From an optimization exercise on the open Yosys and OpenROAD flow, aimed at small area, a short achievable clock period and few clock cycles per item; shortcuts taken in it are not production practice.
Function was checked by simulation only, so behaviour that the tests miss may differ from the original.
Power is estimated from default activity; no workload was simulated.

==> inputs of run a <==
Design div_unit, start of the top module:
module div_unit (
    input  wire        clk,
    input  wire        rst,           
    input  wire        in_valid,
    output wire        in_ready,
    input  wire [63:0] in_a,          
    input  wire [63:0] in_b,          
    input  wire        in_signed,
    input  wire        in_w32,
    output reg         out_valid,
    output wire [63:0] out_q,         
    output wire [63:0] out_r,         
    output reg         out_z,
    output reg         out_n,
    output reg         out_c,
    output reg         out_v
);
==> module div_unit, before the edit <==
module div_unit (
    input  wire        clk,
    input  wire        rst,           
    input  wire        in_valid,
    output wire        in_ready,
    input  wire [63:0] in_a,          
    input  wire [63:0] in_b,          
    input  wire        in_signed,
    input  wire        in_w32,
    output reg         out_valid,
    output wire [63:0] out_q,         
    output wire [63:0] out_r,         
    output reg         out_z,
    output reg         out_n,
    output reg         out_c,
    output reg         out_v
);
    reg         busy;        
    reg         fix;         
    reg  [4:0]  cnt;
    reg  [63:0] a;           
    reg  [63:0] r;           
    reg  [63:0] qd;          
    reg         cin;         
    reg         sgn, w32, nega, qneg, dz;
    assign in_ready = ~busy & ~fix;
    assign out_q    = a;
    assign out_r    = r;
    wire        x_neg  = in_signed & (in_w32 ? in_a[31] : in_a[63]);
    wire [63:0] n_in   = fix ? a : in_a;
    wire        n_en   = fix ? qneg : x_neg;
    wire [63:0] n_out  = n_en ? (~n_in + 64'd1) : n_in;
    wire [63:0] a_init = in_w32 ? {n_out[31:0], 32'd0} : n_out;
    wire        d_neg  = in_signed & (in_w32 ? in_b[31] : in_b[63]);
    wire [63:0] d_ext  = in_w32 ? {{32{d_neg}}, in_b[31:0]} : in_b;
    wire [67:0] p  = {2'b00, r, a[63:62]};
    wire [67:0] m1 = {4'b1111, qd};
    wire [67:0] m2 = {3'b111, qd, cin};
    wire [67:0] s1 = p + m1 + {67'd0, cin};
    wire [67:0] s2 = p + m2 + {67'd0, cin};
    wire [67:0] cs_s = p ^ m1 ^ m2;
    wire [67:0] cs_c = (p & m1) | (p & m2) | (m1 & m2);
    wire [67:0] s3 = cs_s + {cs_c[66:0], cin} + {67'd0, cin};
    wire        d1 = ~s1[67];
    wire        d2 = ~s2[67];
    wire        d3 = ~s3[67];
    wire [63:0] r_nx = d3 ? s3[63:0] : d2 ? s2[63:0] : d1 ? s1[63:0] : p[63:0];
    wire [1:0]  qdig = {d2, d3 | (d1 & ~d2)};
    wire        last = (cnt[3:0] == 4'd15) & (w32 | cnt[4]);
    wire [63:0] q_full = dz ? 64'hFFFF_FFFF_FFFF_FFFF : n_out;
    wire [63:0] r_full = nega ? (~r + 64'd1) : r;
    wire [63:0] q_fin  = w32 ? {{32{sgn & q_full[31]}}, q_full[31:0]} : q_full;
    wire [63:0] r_fin  = w32 ? {{32{sgn & r_full[31]}}, r_full[31:0]} : r_full;
    wire        q_ovf  = sgn & (w32 ? (qneg ? (a[31] & (a[30:0] != 31'd0)) : a[31])
                                    : (qneg ? (a[63] & (a[62:0] != 63'd0)) : a[63]));
    always @(posedge clk) begin
        if (busy) begin
            a   <= {a[61:0], qdig};
            r   <= r_nx;
            cnt <= cnt + 5'd1;
        end else if (fix) begin
            a     <= q_fin;
            r     <= r_fin;
            out_z <= (r == 64'd0);
            out_n <= q_fin[63];
            out_c <= dz;
            out_v <= dz | q_ovf;
        end else begin
            a    <= a_init;
            r    <= 64'd0;
            cnt  <= 5'd0;
            qd   <= d_neg ? d_ext : ~d_ext;
            cin  <= ~d_neg;
            dz   <= (d_ext == 64'd0);
            sgn  <= in_signed;
            w32  <= in_w32;
            nega <= x_neg;
            qneg <= x_neg ^ d_neg;
        end
    end
    always @(posedge clk) begin
        if (rst) begin
            busy      <= 1'b0;
            fix       <= 1'b0;
            out_valid <= 1'b0;
        end else begin
            out_valid <= fix;
            fix       <= busy & last;
            if (busy)
                busy <= ~last;
            else
                busy <= in_valid & ~fix;
        end
    end
endmodule
export LEC_CHECK = 0
export CAP_MARGIN = 20
export CORE_MARGIN = 2
export CORE_UTILIZATION = 40
export PLACE_DENSITY = 0.6
export SLEW_MARGIN = 20
export TNS_END_PERCENT = 50
create_clock -name core_clock -period 11.5 [get_ports {clk}]
standard.sh (not shown) runs the stock make flow with config.mk's settings and CLKGATE_MAP_FILE= SYNTH_SCRIPT=/design/flow/synth_recipe.tcl, a recipe that flattens the netlist after the stock synthesis.
==> flow/flow/run.sh <==
#!/bin/bash
set -euo pipefail
export SETUP_SLACK_MARGIN=7.0
bash standard.sh > standard.log 2>&1
==> inputs of run b, as changes to run a <==
==> flow/design.v (replaced) <==
module div_unit (
    input  wire        clk,
    input  wire        rst,           
    input  wire        in_valid,
    output wire        in_ready,
    input  wire [63:0] in_a,          
    input  wire [63:0] in_b,          
    input  wire        in_signed,
    input  wire        in_w32,
    output reg         out_valid,
    output wire [63:0] out_q,         
    output wire [63:0] out_r,         
    output reg         out_z,
    output reg         out_n,
    output reg         out_c,
    output reg         out_v
);
    localparam P_IDLE = 2'd0;
    localparam P_PREP = 2'd1;
    localparam P_STEP = 2'd2;
    localparam P_FIX  = 2'd3;
    reg  [1:0]  phase;
    reg  [5:0]  cnt;
    reg  [63:0] a;           
    reg  [63:0] r;           
    reg  [63:0] qd;          
    reg         cin;         
    reg         sgn, w32, nega, qneg, dz;
    assign in_ready = (phase == P_IDLE);
    assign out_q    = a;
    assign out_r    = r;
    wire [63:0] neg_a = ~a + 64'd1;
    wire [63:0] neg_r = ~r + 64'd1;
    wire        a_neg  = sgn & (w32 ? a[31] : a[63]);
    wire [63:0] x_mag  = a_neg ? neg_a : a;
    wire [63:0] a_init = w32 ? {x_mag[31:0], 32'd0} : x_mag;
    wire        d_neg  = sgn & (w32 ? qd[31] : qd[63]);
    wire [63:0] d_ext  = w32 ? {{32{d_neg}}, qd[31:0]} : qd;
    wire [65:0] s    = {1'b0, r, a[63]} + {2'b11, qd} + {65'd0, cin};
    wire        qbit = ~s[65];
    wire [63:0] r_nx = qbit ? s[63:0] : {r[62:0], a[63]};
    wire        last = (cnt[4:0] == 5'd31) & (w32 | cnt[5]);
    wire [63:0] q_full = dz ? 64'hFFFF_FFFF_FFFF_FFFF : (qneg ? neg_a : a);
    wire [63:0] r_full = nega ? neg_r : r;
    wire [63:0] q_fin  = w32 ? {{32{sgn & q_full[31]}}, q_full[31:0]} : q_full;
    wire [63:0] r_fin  = w32 ? {{32{sgn & r_full[31]}}, r_full[31:0]} : r_full;
    wire        q_ovf  = sgn & (w32 ? (qneg ? (a[31] & (a[30:0] != 31'd0)) : a[31])
                                    : (qneg ? (a[63] & (a[62:0] != 63'd0)) : a[63]));
    always @(posedge clk) begin
        if (rst) begin
            phase     <= P_IDLE;
            out_valid <= 1'b0;
        end else begin
            out_valid <= 1'b0;
            case (phase)
                P_IDLE: begin
                    if (in_valid) begin
                        a     <= in_a;
                        qd    <= in_b;
                        sgn   <= in_signed;
                        w32   <= in_w32;
                        phase <= P_PREP;
                    end
                end
                P_PREP: begin
                    nega  <= a_neg;
                    qneg  <= a_neg ^ d_neg;
                    a     <= a_init;
                    qd    <= d_neg ? d_ext : ~d_ext;
                    cin   <= ~d_neg;
                    dz    <= (d_ext == 64'd0);
                    r     <= 64'd0;
                    cnt   <= 6'd0;
                    phase <= P_STEP;
                end
                P_STEP: begin
                    r     <= r_nx;
                    a     <= {a[62:0], qbit};
                    cnt   <= cnt + 6'd1;
                    if (last)
                        phase <= P_FIX;
                end
                P_FIX: begin
                    a         <= q_fin;
                    r         <= r_fin;
                    out_z     <= (r == 64'd0);
                    out_n     <= q_fin[63];
                    out_c     <= dz;
                    out_v     <= dz | q_ovf;
                    out_valid <= 1'b1;
                    phase     <= P_IDLE;
                end
            endcase
        end
    end
endmodule
==> flow/run.sh (new file) <==
#!/bin/bash
# synth_recipe.tcl (not shown) runs the flow's synth.tcl, then flattens the netlist and writes it again
# the make line also repeats each setting of config.mk as NAME=value (left out here)
make -C /OpenROAD-flow-scripts/flow DESIGN_CONFIG=/design/flow/config.mk WORK_HOME=/design/flow/orfs CLKGATE_MAP_FILE= SYNTH_SCRIPT=/design/flow/synth_recipe.tcl finish
--- a/flow/config.mk
+++ b/flow/config.mk
@@ -12,2 +12 @@
 export SLEW_MARGIN = 20
-export TNS_END_PERCENT = 50
removed: flow/flow/run.sh
removed: flow/standard.sh
==> inputs of run c, as changes to run a <==
--- a/flow/design.v
+++ b/flow/design.v
@@ -12,9 +12,8 @@
     output wire [63:0] out_r,         
-    output reg         out_z,
-    output reg         out_n,
-    output reg         out_c,
-    output reg         out_v
+    output wire        out_z,
+    output wire        out_n,
+    output wire        out_c,
+    output wire        out_v
 );
-    reg         busy;        
-    reg         fix;         
+    reg         busy;
     reg  [4:0]  cnt;
@@ -25,10 +24,6 @@
     reg         sgn, w32, nega, qneg, dz;
-    assign in_ready = ~busy & ~fix;
-    assign out_q    = a;
-    assign out_r    = r;
+    assign in_ready = ~busy;
     wire        x_neg  = in_signed & (in_w32 ? in_a[31] : in_a[63]);
-    wire [63:0] n_in   = fix ? a : in_a;
-    wire        n_en   = fix ? qneg : x_neg;
-    wire [63:0] n_out  = n_en ? (~n_in + 64'd1) : n_in;
-    wire [63:0] a_init = in_w32 ? {n_out[31:0], 32'd0} : n_out;
+    wire [63:0] x_mag  = x_neg ? (~in_a + 64'd1) : in_a;
+    wire [63:0] a_init = in_w32 ? {x_mag[31:0], 32'd0} : x_mag;
     wire        d_neg  = in_signed & (in_w32 ? in_b[31] : in_b[63]);
@@ -49,8 +44,12 @@
     wire        last = (cnt[3:0] == 4'd15) & (w32 | cnt[4]);
-    wire [63:0] q_full = dz ? 64'hFFFF_FFFF_FFFF_FFFF : n_out;
+    wire [63:0] q_full = dz ? 64'hFFFF_FFFF_FFFF_FFFF : (qneg ? (~a + 64'd1) : a);
     wire [63:0] r_full = nega ? (~r + 64'd1) : r;
-    wire [63:0] q_fin  = w32 ? {{32{sgn & q_full[31]}}, q_full[31:0]} : q_full;
-    wire [63:0] r_fin  = w32 ? {{32{sgn & r_full[31]}}, r_full[31:0]} : r_full;
     wire        q_ovf  = sgn & (w32 ? (qneg ? (a[31] & (a[30:0] != 31'd0)) : a[31])
                                     : (qneg ? (a[63] & (a[62:0] != 63'd0)) : a[63]));
+    assign out_q = w32 ? {{32{sgn & q_full[31]}}, q_full[31:0]} : q_full;
+    assign out_r = w32 ? {{32{sgn & r_full[31]}}, r_full[31:0]} : r_full;
+    assign out_z = (r == 64'd0);
+    assign out_n = out_q[63];
+    assign out_c = dz;
+    assign out_v = dz | q_ovf;
     always @(posedge clk) begin
@@ -60,9 +59,2 @@
             cnt <= cnt + 5'd1;
-        end else if (fix) begin
-            a     <= q_fin;
-            r     <= r_fin;
-            out_z <= (r == 64'd0);
-            out_n <= q_fin[63];
-            out_c <= dz;
-            out_v <= dz | q_ovf;
         end else begin
@@ -83,7 +75,5 @@
             busy      <= 1'b0;
-            fix       <= 1'b0;
             out_valid <= 1'b0;
         end else begin
-            out_valid <= fix;
-            fix       <= busy & last;
+            out_valid <= busy & last;
             if (busy)
@@ -91,3 +81,3 @@
             else
-                busy <= in_valid & ~fix;
+                busy <= in_valid;
         end
==> flow/run.sh (new file) <==
#!/bin/bash
# synth_recipe.tcl (not shown) runs the flow's synth.tcl, then flattens the netlist and writes it again
# the make line also repeats each setting of config.mk as NAME=value (left out here)
make -C /OpenROAD-flow-scripts/flow DESIGN_CONFIG=/design/flow/config.mk WORK_HOME=/design/flow/orfs CLKGATE_MAP_FILE= SYNTH_SCRIPT=/design/flow/synth_recipe.tcl finish
--- a/flow/config.mk
+++ b/flow/config.mk
@@ -11,3 +11,3 @@
 export PLACE_DENSITY = 0.6
+export SETUP_SLACK_MARGIN = 5
 export SLEW_MARGIN = 20
-export TNS_END_PERCENT = 50
removed: flow/flow/run.sh
removed: flow/standard.sh
==> comparison <==
Against run a, the fmax of run c is lower by about 30%. The highest count of clock-buffer cells in the layout belongs to run a, the lowest to run c. Of run a and run b, run a has the higher clock power (gap about 18%, measured against run b). Of run a and run c, run a has the higher sequential share of layout area (gap 0.63 points). Of run a and run c, run a has the higher combinational power (gap about 12%, measured against run c). Synthesized cell count, lowest first: run b, run a, run c. Power, highest first: run a, run c, run b. Clock skew: run c is higher than run b (2.3 ps). Run b completed without violations. Run c passed the timing, design-rule and antenna checks. Run a finished with timing, DRC and antenna clean. Against run b, the sequential cell count of run a is lower by 1. Of run c and run a, run a has the higher die area (gap 3.7%, measured against run a).
==> figures <==
	run c	run a	run b
Switching power total	3.95 mW	4.30 mW	2.79 mW
Result of the run	no timing/DRC/antenna violations	no timing/DRC/antenna violations	no timing/DRC/antenna violations
Top metal layer carrying routed signals	met5	met5	met4
Avg Inst Size Synth	7.64 um^2	8.07 um^2	8.69 um^2
Core box area	64600 um^2	67300 um^2	44200 um^2
Met1 layer usage reported by global route	0.420	0.422	0.351
Count leader, synth	o21ai_0	nand2_1	nor2_1
Synthesized instance count	3429	3373	2059
Placed cell areas	29400 um^2	30400 um^2	21000 um^2
Maximum cell stage delay along the critical path	540 ps	570 ps	1010 ps
Tap Cells	855	873	592
Data arrival, critical path	4370 ps	4920 ps	5850 ps
Logic power comb	5.44 mW	6.07 mW	3.47 mW
Count of buffers not belonging to the clock network in the layout	312	516	287
Setup repair bufs after CTS	15	124	0
Number of non-filler instances in the completed layout	4446	4615	2856
Destination of the worst register-to-register timing path	r[58]	r[60]	r[57]
Clock insertion delay at the later pin of the skew report	540 ps	610 ps	570 ps
Multiplexer area fraction after synthesis	0.0194	0.0440	0.0317
Clock buffer instance count of the final layout	31	41	34
Worst setup path end	out_q[55]	r[60]	r[57]
Layout non-clock buf frac	0.0967	0.140	0.129
Testbench counts of run a, summed over its fixed seeds: cycles 208,728, divs 8,000.
Testbench counts of run b, summed over its fixed seeds: cycles 409,448, divs 8,000.
Testbench counts of run c, summed over its fixed seeds: cycles 200,728, divs 8,000.


==> job 728: inputs <==
div_unit again, from the RTL that the note above started with.
export LEC_CHECK = 0
export CAP_MARGIN = 20
export CORE_MARGIN = 2
export CORE_UTILIZATION = 40
export PLACE_DENSITY = 0.6
export SLEW_MARGIN = 20
create_clock -name core_clock -period 11.5 [get_ports {clk}]
==> flow/flow/run.sh <==
#!/bin/bash
set -euo pipefail
export SETUP_SLACK_MARGIN=6.5
bash standard.sh > standard.log 2>&1
==> job 2768 (differences from job 728) <==
==> flow/run.sh (new file) <==
#!/bin/bash
# synth_recipe.tcl (not shown) runs the flow's synth.tcl, then flattens the netlist and writes it again
# the make line also repeats each setting of config.mk as NAME=value (left out here)
make -C /OpenROAD-flow-scripts/flow DESIGN_CONFIG=/design/flow/config.mk WORK_HOME=/design/flow/orfs CLKGATE_MAP_FILE= SYNTH_SCRIPT=/design/flow/synth_recipe.tcl finish
SETUP_SLACK_MARGIN = 5   (was unset)
removed: flow/flow/run.sh
removed: flow/standard.sh
==> qor summary <==
                                                                              job 728                 job 2768
Outcome                                                       complete, no violations  complete, no violations
Placed cell count                                                               4,339                    4,342
Layout Nets                                                                     3,935                    3,903
Plain + repair buffers                                                            333                      301
Global-route met3 utilization                                                  0.0608                   0.0542
Post-CTS setup repair buffer count                                                 17                        0
Maximum number of pins on one net before global-route repair                       69                       74
Minimum setup slack in the final design                                       6.52 ns                  5.51 ns
Peak VDD IR                                                                    140 uV                   121 uV
Cell count along the critical path                                                 15                       12
Clock insertion delay at the later pin of the skew report                     0.60 ns                  0.61 ns
Aggregate routed wire length                                                   115 mm                   114 mm
Cell area after layout                                                    32,000 um^2              31,400 um^2
Crit path max fanout                                                               33                       34
Gp weighted congestion                                                           1.01                     1.01
Met1 WL                                                                       47.5 mm                  47.4 mm
Leakage power figure                                                          12.6 nW                  12.3 nW
Slowest stage delay, CP                                                       0.62 ns                  0.68 ns
GRT Util Overall                                                                0.314                    0.313
Cts repair resizes                                                                 31                        0
Slowest cell on crit path                                                    edfxtp_1                    buf_4
Area of placed instances                                                  30,400 um^2              30,400 um^2
Clock buf/inv share                                                            0.0312                   0.0332
Testbench counts of job 728, summed over its fixed seeds: cycles 208,728, divs 8,000.
Testbench counts of job 2768, summed over its fixed seeds: cycles 208,728, divs 8,000.

port drivers added, routing unchanged:
Ports are ideal in the flow. The routed layouts listed here were re-timed in OpenROAD. Step 1, drivers: a clkbuf_16 drives clk and a buf_2 each remaining input, both assumed. Step 2 also shifts input and output timing later by t, the mid clock arrival at the registers, as if the neighbouring blocks saw the same clock. Three values: ideal, step 1, step 2; two values: the first two.
run | shift t [ns] | slack for setup (ns) | clock arrival spread, ns | worst register clock-pin slew, ns | cell pins on the clock port's net
run a | 0.672 | 6.939 / 6.915 / 6.408 | 0.018 / 0.018 | 0.07 / 0.07 | 1
run b | 0.621 | 6.028 / 6.028 / 6.028 | 0.017 / 0.017 | 0.06 / 0.06 | 1
run c | 0.597 | 4.829 / 4.767 / 4.903 | 0.020 / 0.020 | 0.07 / 0.07 | 1
job 728 | 0.659 | 6.519 / 6.519 / 6.041 | 0.017 / 0.017 | 0.07 / 0.07 | 1
job 2768 | 0.663 | 5.506 / 5.506 / 5.506 | 0.024 / 0.024 | 0.07 / 0.07 | 1
After both steps every run listed still meets setup and hold. For run a, which loses most, drivers alone change the setup slack by -0.024 ns; drivers and shift together by -0.531 ns.
